This design comes from an exercise in tuning for small area, a short achievable clock period and few clock cycles per item on the open sky130 flow, not from production work. Only simulation tests tie the RTL to the original design; equivalence was not proved.

## pol_charge_unit
module pol_charge_unit (
    input  wire         clk,
    input  wire         rst,           
    input  wire         in_valid,
    output wire         in_ready,
    input  wire [114:0] in_cfg,        
    input  wire [39:0]  in_tc,         
    input  wire [39:0]  in_tp,         
    input  wire [51:0]  in_last,       
    input  wire [15:0]  in_bytes,      
    input  wire [63:0]  in_ts,         
    output wire         out_valid,
    input  wire         out_ready,
    output wire [1:0]   out_colour,    
    output wire         out_drop,      
    output wire [39:0]  out_tc,
    output wire [39:0]  out_tp,
    output wire [51:0]  out_last
);
==> flow/config.mk <==
export PLATFORM = sky130hd
export DESIGN_NAME = pol_charge_unit
export DESIGN_NICKNAME = pol_charge_unit
export VERILOG_FILES = /design/flow/design.v
export SDC_FILE = /design/flow/constraint.sdc
export NUM_CORES = 4
export LEC_CHECK = 0
export ABC_CLOCK_PERIOD_IN_PS = 3000
export CAP_MARGIN = 20
export CORE_MARGIN = 2
export CORE_UTILIZATION = 70
export PLACE_DENSITY = 0.8
export SETUP_SLACK_MARGIN = 5
export SLEW_MARGIN = 20
export TNS_END_PERCENT = 0
==> flow/constraint.sdc <==
create_clock -name core_clock -period 11.0 [get_ports {clk}]
set_input_delay 2.2000 -clock core_clock [delete_from_list [all_inputs] [get_ports {clk}]]
set_output_delay 2.2000 -clock core_clock [all_outputs]
set_load 0.01 [all_outputs]
standard.sh (not shown) runs the stock make flow with config.mk's settings and CLKGATE_MAP_FILE= SYNTH_SCRIPT=/design/flow/synth_recipe.tcl, a recipe that flattens the netlist after the stock synthesis.
==> flow/flow/run.sh <==
#!/bin/bash
# The standard layout, with three changes:
#  - port buffers are plain buffer cells (buf_1) instead of the delay cell
#    that buffer_ports picks by default;
#  - the clock tree uses smaller clock buffers and no dummy loads;
#  - after the standard synthesis, flow/polar.py flips full adders (and swaps a gate for its complement where that serves) whose
#    inputs or outputs go through inverters (FA(~a,~b,~c) = (~s,~co)), which
#    removes inverter pairs the adder extraction leaves; registers and their
#    names are untouched.
set -euo pipefail
export BUFFER_PORTS_ARGS="-buffer_cell sky130_fd_sc_hd__buf_1"
export CTS_ARGS="-sink_clustering_enable -repair_clock_nets -dont_use_dummy_load -buf_list {sky130_fd_sc_hd__clkbuf_4 sky130_fd_sc_hd__clkbuf_8}"
bash standard.sh synth > synth.log 2>&1
R=orfs/results/sky130hd/pol_charge_unit/base
cp "$R/1_2_yosys.v" polar_in.v
python3 flow/polar.py polar_in.v polar_out.v > polar.log 2>&1
cp polar_out.v "$R/1_2_yosys.v"
rm -f "$R/1_synth.odb" "$R/1_synth.sdc"
bash standard.sh > standard.log 2>&1
==> flow/flow/polar.py <==
#!/usr/bin/env python3
"""Flip full adders to cancel inverters: FA(~a,~b,~c) = (~s,~co).
usage: polar.py in.v out.v   (flat gate-level netlist from yosys write_verilog -noattr)"""
import re, sys, collections
INV='sky130_fd_sc_hd__inv_1'
P='sky130_fd_sc_hd__'
SWAP={}
for a,b in [('and2_1','nand2_1'),('or2_1','nor2_1'),('xor2_1','xnor2_1'),('and3_1','nand3_1'),
            ('or3_1','nor3_1'),('a21o_1','a21oi_1'),('o21a_1','o21ai_1'),('a22o_1','a22oi_1'),
            ('o22a_1','o22ai_1'),('a31o_1','a31oi_1'),('and4_1','nand4_1'),('or4_1','nor4_1')]:
    SWAP[P+a]=(P+b,'X','Y'); SWAP[P+b]=(P+a,'Y','X')
AREA={}
_lib=open('/OpenROAD-flow-scripts/flow/platforms/sky130hd/lib/sky130_fd_sc_hd__tt_025C_1v80.lib').read()
for _m in re.finditer(r'cell\s*\(\s*"?(sky130_fd_sc_hd__\w+)"?\s*\)',_lib):
    _a=re.compile(r'area\s*:\s*([\d.]+)').search(_lib,_m.start()); AREA[_m.group(1)]=float(_a.group(1))
AINV=AREA[INV]
FA_T=('sky130_fd_sc_hd__fa_1','sky130_fd_sc_hd__fa_2','sky130_fd_sc_hd__fa_4')
OUTP={'X','Y','Q','SUM','COUT','HI','LO','Q_N'}
src=open(sys.argv[1]).read()
m=re.search(r'(module\s+\w+\s*\(.*?\);)(.*)(endmodule)', src, re.S)
head, body = m.group(1), m.group(2)
# split body into statements
stmts=[s.strip() for s in body.split(';') if s.strip()]
decls=[]; cells={}; order=[]; assigns=[]
cre=re.compile(r'^(sky130_fd_sc_hd__\w+)\s+(\S+)\s*\((.*)\)$', re.S)
for s in stmts:
    mm=cre.match(s)
    if mm:
        typ,name,conn=mm.groups()
        pins=dict((a,b.strip()) for a,b in re.findall(r'\.(\w+)\(([^()]*)\)', conn))
        cells[name]=[typ,pins]; order.append(name)
    elif s.startswith('assign'):
        assigns.append(s)
    else:
        decls.append(s)
ports=set()
for d in decls:
    if d.startswith('output') or d.startswith('input'):
        for nm in re.findall(r'([\w\\\[\]\.$]+)\s*$', d): ports.add(nm)
portnets=set()
for d in decls:
    if d.startswith('output'):
        w=re.match(r'output\s*(\[(\d+):(\d+)\])?\s*(\S+)', d)
        if w.group(1):
            hi,lo=int(w.group(2)),int(w.group(3))
            for i in range(min(hi,lo),max(hi,lo)+1): portnets.add('%s[%d]'%(w.group(4),i))
        else: portnets.add(w.group(4))
anets=set()
for a in assigns:
    for t in re.findall(r'[\w\\$.]+(?:\[\d+\])?', a): anets.add(t)
def build():
    drv={}; loads=collections.defaultdict(list)
    for n,(t,p) in cells.items():
        for pin,net in p.items():
            if pin in OUTP: drv[net]=(n,pin)
            else: loads[net].append((n,pin))
    return drv,loads
newid=[0]
def newnet():
    newid[0]+=1; nm='_polar_n%d_'%newid[0]; decls.append('wire '+nm); return nm
def newinv(a):
    newid[0]+=1; y=newnet(); nm='_polar_i%d_'%newid[0]; cells[nm]=[INV,{'A':a,'Y':y}]; order.append(nm); return y
def fixed(net): return net in portnets or net in anets
def incost(n,drv,loads):
    """area to make ~n available for one load, and how"""
    d=drv.get(n)
    if d and cells[d[0]][0]==INV:
        return (-AINV if (len(loads[n])==1 and not fixed(n)) else 0.0), 'inv'
    if d and cells[d[0]][0] in SWAP and len(loads[n])==1 and not fixed(n):
        t=cells[d[0]][0]; nt=SWAP[t][0]
        return AREA[nt]-AREA[t], 'swap'
    return AINV, 'add'
def gain(f,drv,loads):
    t,p=cells[f]; g=0.0
    for pin in ('A','B','CIN'):
        g-=incost(p[pin],drv,loads)[0]
    for pin in ('SUM','COUT'):
        n=p[pin]; L=loads[n]
        inv=[l for l in L if cells[l[0]][0]==INV and not fixed(cells[l[0]][1]['Y'])]
        non=[l for l in L if l not in inv]
        g+=AINV*len(inv)
        if non or fixed(n): g-=AINV
    return g
def flip(f,drv,loads):
    t,p=cells[f]
    for pin in ('A','B','CIN'):
        n=p[pin]; c,how=incost(n,drv,loads); d=drv.get(n)
        if how=='inv':
            p[pin]=cells[d[0]][1]['A']
            if len(loads[n])==1 and not fixed(n): del cells[d[0]]
        elif how=='swap':
            g=d[0]; gt,gp=cells[g]; nt,op,np_=SWAP[gt]
            net=gp.pop(op); gp[np_]=net; cells[g][0]=nt
        else:
            p[pin]=newinv(n)
    for pin in ('SUM','COUT'):
        n=p[pin]; L=loads[n]
        inv=[l for l in L if cells[l[0]][0]==INV and not fixed(cells[l[0]][1]['Y'])]
        non=[l for l in L if l not in inv]
        # new physical output net carries ~logical
        phys=newnet(); p[pin]=phys
        for (ci,cp) in inv:
            y=cells[ci][1]['Y']
            for (lj,lp) in loads[y]:
                if lj in cells: cells[lj][1][lp]=phys
            del cells[ci]
        if non or fixed(n):
            # rebuild the logical net n from phys via an inverter driving n
            newid[0]+=1; nm='_polar_i%d_'%newid[0]; cells[nm]=[INV,{'A':phys,'Y':n}]; order.append(nm)
ninv0=sum(1 for c in cells.values() if c[0]==INV); area0=sum(AREA.get(c[0],0) for c in cells.values())
for it in range(100):
    drv,loads=build()
    best=[(gain(f,drv,loads),f) for f,(t,p) in cells.items() if t in FA_T]
    best=[b for b in best if b[0]>0.01]
    if not best: break
    best.sort(reverse=True)
    done=set(); cnt=0
    for g,f in best:
        # avoid flipping neighbours in the same round
        t,p=cells[f]
        nb=set(p.values())
        if nb & done: continue
        drv,loads=build()
        if gain(f,drv,loads)<=0.01: continue
        flip(f,drv,loads); cnt+=1
        done |= set(cells[f][1].values()) | nb
    if cnt==0: break
ninv1=sum(1 for c in cells.values() if c[0]==INV)
area1=sum(AREA.get(c[0],0) for c in cells.values())
sys.stderr.write('inverters %d -> %d, cell area %.0f -> %.0f\n'%(ninv0,ninv1,area0,area1))
out=[head]
def esc(x): return x+' ' if x.startswith('\\') else x
for d in decls: out.append('  '+d+' ;')
for n in order:
    if n in cells:
        t,p=cells[n]
        out.append('  %s %s (%s);'%(t,esc(n),', '.join('.%s(%s)'%(k,esc(v)) for k,v in p.items())))
for a in assigns: out.append('  '+a+' ;')
out.append('endmodule')
open(sys.argv[2],'w').write('\n'.join(out)+'\n')
The baseline completed without violations.
Testbench counts at the start, summed over its fixed seeds: cycles 1,606, items 1,536.
==> next run, changes <==
ABC_CLOCK_PERIOD_IN_PS = 4000   (was 3000)
CORE_UTILIZATION = 60   (was 70)
PLACE_DENSITY = 0.7   (was 0.8)
Non-clock buffer count went down by 7.
Utilization went down by 11 points.
Setup slack is worse by 75 ps.
Cell count rises by 2.9%.
Clock skew climbs by 10 ps.
==> next run, changes <==
--- a/flow/flow/run.sh
+++ b/flow/flow/run.sh
@@ -4,5 +4,5 @@
 #    that buffer_ports picks by default;
 #  - the clock tree uses smaller clock buffers and no dummy loads;
-#  - after the standard synthesis, flow/polar.py flips full adders (and swaps a gate for its complement where that serves) whose
+#  - after the standard synthesis, flow/polar.py flips full adders whose
 #    inputs or outputs go through inverters (FA(~a,~b,~c) = (~s,~co)), which
 #    removes inverter pairs the adder extraction leaves; registers and their
--- a/flow/flow/polar.py
+++ b/flow/flow/polar.py
@@ -4,15 +4,4 @@
 import re, sys, collections
 INV='sky130_fd_sc_hd__inv_1'
-P='sky130_fd_sc_hd__'
-SWAP={}
-for a,b in [('and2_1','nand2_1'),('or2_1','nor2_1'),('xor2_1','xnor2_1'),('and3_1','nand3_1'),
-            ('or3_1','nor3_1'),('a21o_1','a21oi_1'),('o21a_1','o21ai_1'),('a22o_1','a22oi_1'),
-            ('o22a_1','o22ai_1'),('a31o_1','a31oi_1'),('and4_1','nand4_1'),('or4_1','nor4_1')]:
-    SWAP[P+a]=(P+b,'X','Y'); SWAP[P+b]=(P+a,'Y','X')
-AREA={}
-_lib=open('/OpenROAD-flow-scripts/flow/platforms/sky130hd/lib/sky130_fd_sc_hd__tt_025C_1v80.lib').read()
-for _m in re.finditer(r'cell\s*\(\s*"?(sky130_fd_sc_hd__\w+)"?\s*\)',_lib):
-    _a=re.compile(r'area\s*:\s*([\d.]+)').search(_lib,_m.start()); AREA[_m.group(1)]=float(_a.group(1))
-AINV=AREA[INV]
 FA_T=('sky130_fd_sc_hd__fa_1','sky130_fd_sc_hd__fa_2','sky130_fd_sc_hd__fa_4')
 OUTP={'X','Y','Q','SUM','COUT','HI','LO','Q_N'}
@@ -62,34 +51,26 @@
     newid[0]+=1; y=newnet(); nm='_polar_i%d_'%newid[0]; cells[nm]=[INV,{'A':a,'Y':y}]; order.append(nm); return y
 def fixed(net): return net in portnets or net in anets
-def incost(n,drv,loads):
-    """area to make ~n available for one load, and how"""
-    d=drv.get(n)
-    if d and cells[d[0]][0]==INV:
-        return (-AINV if (len(loads[n])==1 and not fixed(n)) else 0.0), 'inv'
-    if d and cells[d[0]][0] in SWAP and len(loads[n])==1 and not fixed(n):
-        t=cells[d[0]][0]; nt=SWAP[t][0]
-        return AREA[nt]-AREA[t], 'swap'
-    return AINV, 'add'
 def gain(f,drv,loads):
-    t,p=cells[f]; g=0.0
+    t,p=cells[f]; g=0
     for pin in ('A','B','CIN'):
-        g-=incost(p[pin],drv,loads)[0]
+        n=p[pin]
+        d=drv.get(n)
+        if d and cells[d[0]][0]==INV:
+            if len(loads[n])==1 and not fixed(n): g+=1
+        else: g-=1
     for pin in ('SUM','COUT'):
         n=p[pin]; L=loads[n]
         inv=[l for l in L if cells[l[0]][0]==INV and not fixed(cells[l[0]][1]['Y'])]
         non=[l for l in L if l not in inv]
-        g+=AINV*len(inv)
-        if non or fixed(n): g-=AINV
+        g+=len(inv)
+        if non or fixed(n): g-=1
     return g
 def flip(f,drv,loads):
     t,p=cells[f]
     for pin in ('A','B','CIN'):
-        n=p[pin]; c,how=incost(n,drv,loads); d=drv.get(n)
-        if how=='inv':
+        n=p[pin]; d=drv.get(n)
+        if d and cells[d[0]][0]==INV:
             p[pin]=cells[d[0]][1]['A']
             if len(loads[n])==1 and not fixed(n): del cells[d[0]]
-        elif how=='swap':
-            g=d[0]; gt,gp=cells[g]; nt,op,np_=SWAP[gt]
-            net=gp.pop(op); gp[np_]=net; cells[g][0]=nt
         else:
             p[pin]=newinv(n)
@@ -108,9 +89,9 @@
             # rebuild the logical net n from phys via an inverter driving n
             newid[0]+=1; nm='_polar_i%d_'%newid[0]; cells[nm]=[INV,{'A':phys,'Y':n}]; order.append(nm)
-ninv0=sum(1 for c in cells.values() if c[0]==INV); area0=sum(AREA.get(c[0],0) for c in cells.values())
-for it in range(100):
+ninv0=sum(1 for c in cells.values() if c[0]==INV)
+for it in range(50):
     drv,loads=build()
     best=[(gain(f,drv,loads),f) for f,(t,p) in cells.items() if t in FA_T]
-    best=[b for b in best if b[0]>0.01]
+    best=[b for b in best if b[0]>0]
     if not best: break
     best.sort(reverse=True)
@@ -122,11 +103,10 @@
         if nb & done: continue
         drv,loads=build()
-        if gain(f,drv,loads)<=0.01: continue
+        if gain(f,drv,loads)<=0: continue
         flip(f,drv,loads); cnt+=1
         done |= set(cells[f][1].values()) | nb
     if cnt==0: break
 ninv1=sum(1 for c in cells.values() if c[0]==INV)
-area1=sum(AREA.get(c[0],0) for c in cells.values())
-sys.stderr.write('inverters %d -> %d, cell area %.0f -> %.0f\n'%(ninv0,ninv1,area0,area1))
+sys.stderr.write('inverters %d -> %d\n'%(ninv0,ninv1))
 out=[head]
 def esc(x): return x+' ' if x.startswith('\\') else x
TNS_END_PERCENT = 2   (was 0)
- utilization increases by 0.19 points
- routed wire length came out higher by 1.0%
- via count shrinks by 1.1%
==> next run, changes <==
CORE_UTILIZATION = 70   (was 60)
PLACE_DENSITY = 0.8   (was 0.7)
TNS_END_PERCENT = 0   (was 2)
The changed run completed with no timing, DRC or antenna violations.
Setup slack got worse by 46 ps.
Area after synthesis stays the same.
First-iteration DRC count rose by about a fifth.
Count of clock-buffer cells in the layout falls by 2.
Non-clock buffer count goes down by 25.
Routed wire length is lower by a few percent.

-- afterwards: timing with drivers on the ports --
In the flow no input, the clock included, has a driving cell. The finished layouts below were timed again as built, in two steps. Step 1 assumes that a clkbuf_16 drives the clock port and a buf_2 every other input. Step 2 adds t to the input delays and takes it off the output delays; t is the mean of the earliest and latest rising clock arrival at the registers after step 1. Input paths then give back, and output paths get back, about the clock's delay inside the block. a / b / c = ideal ports / drivers / drivers and shift; a / b = the first two.
run | t, ns | setup slack, ns | latest minus earliest clock arrival (ns) | worst data-port slew with drivers (ns)
the first run | 0.734 | 3.781 / 3.738 / 3.256 | 0.060 / 0.060 | 0.14
the second run | 0.732 | 3.707 / 3.657 / 3.289 | 0.077 / 0.076 | 0.14
the third run | 0.728 | 3.778 / 3.715 / 3.259 | 0.090 / 0.090 | 0.12
the fourth run | 0.743 | 3.733 / 3.682 / 3.148 | 0.074 / 0.074 | 0.15
After both steps every run listed still meets setup and hold. For the fourth run, which loses most, drivers alone change the setup slack by -0.051 ns; drivers and shift together by -0.585 ns.
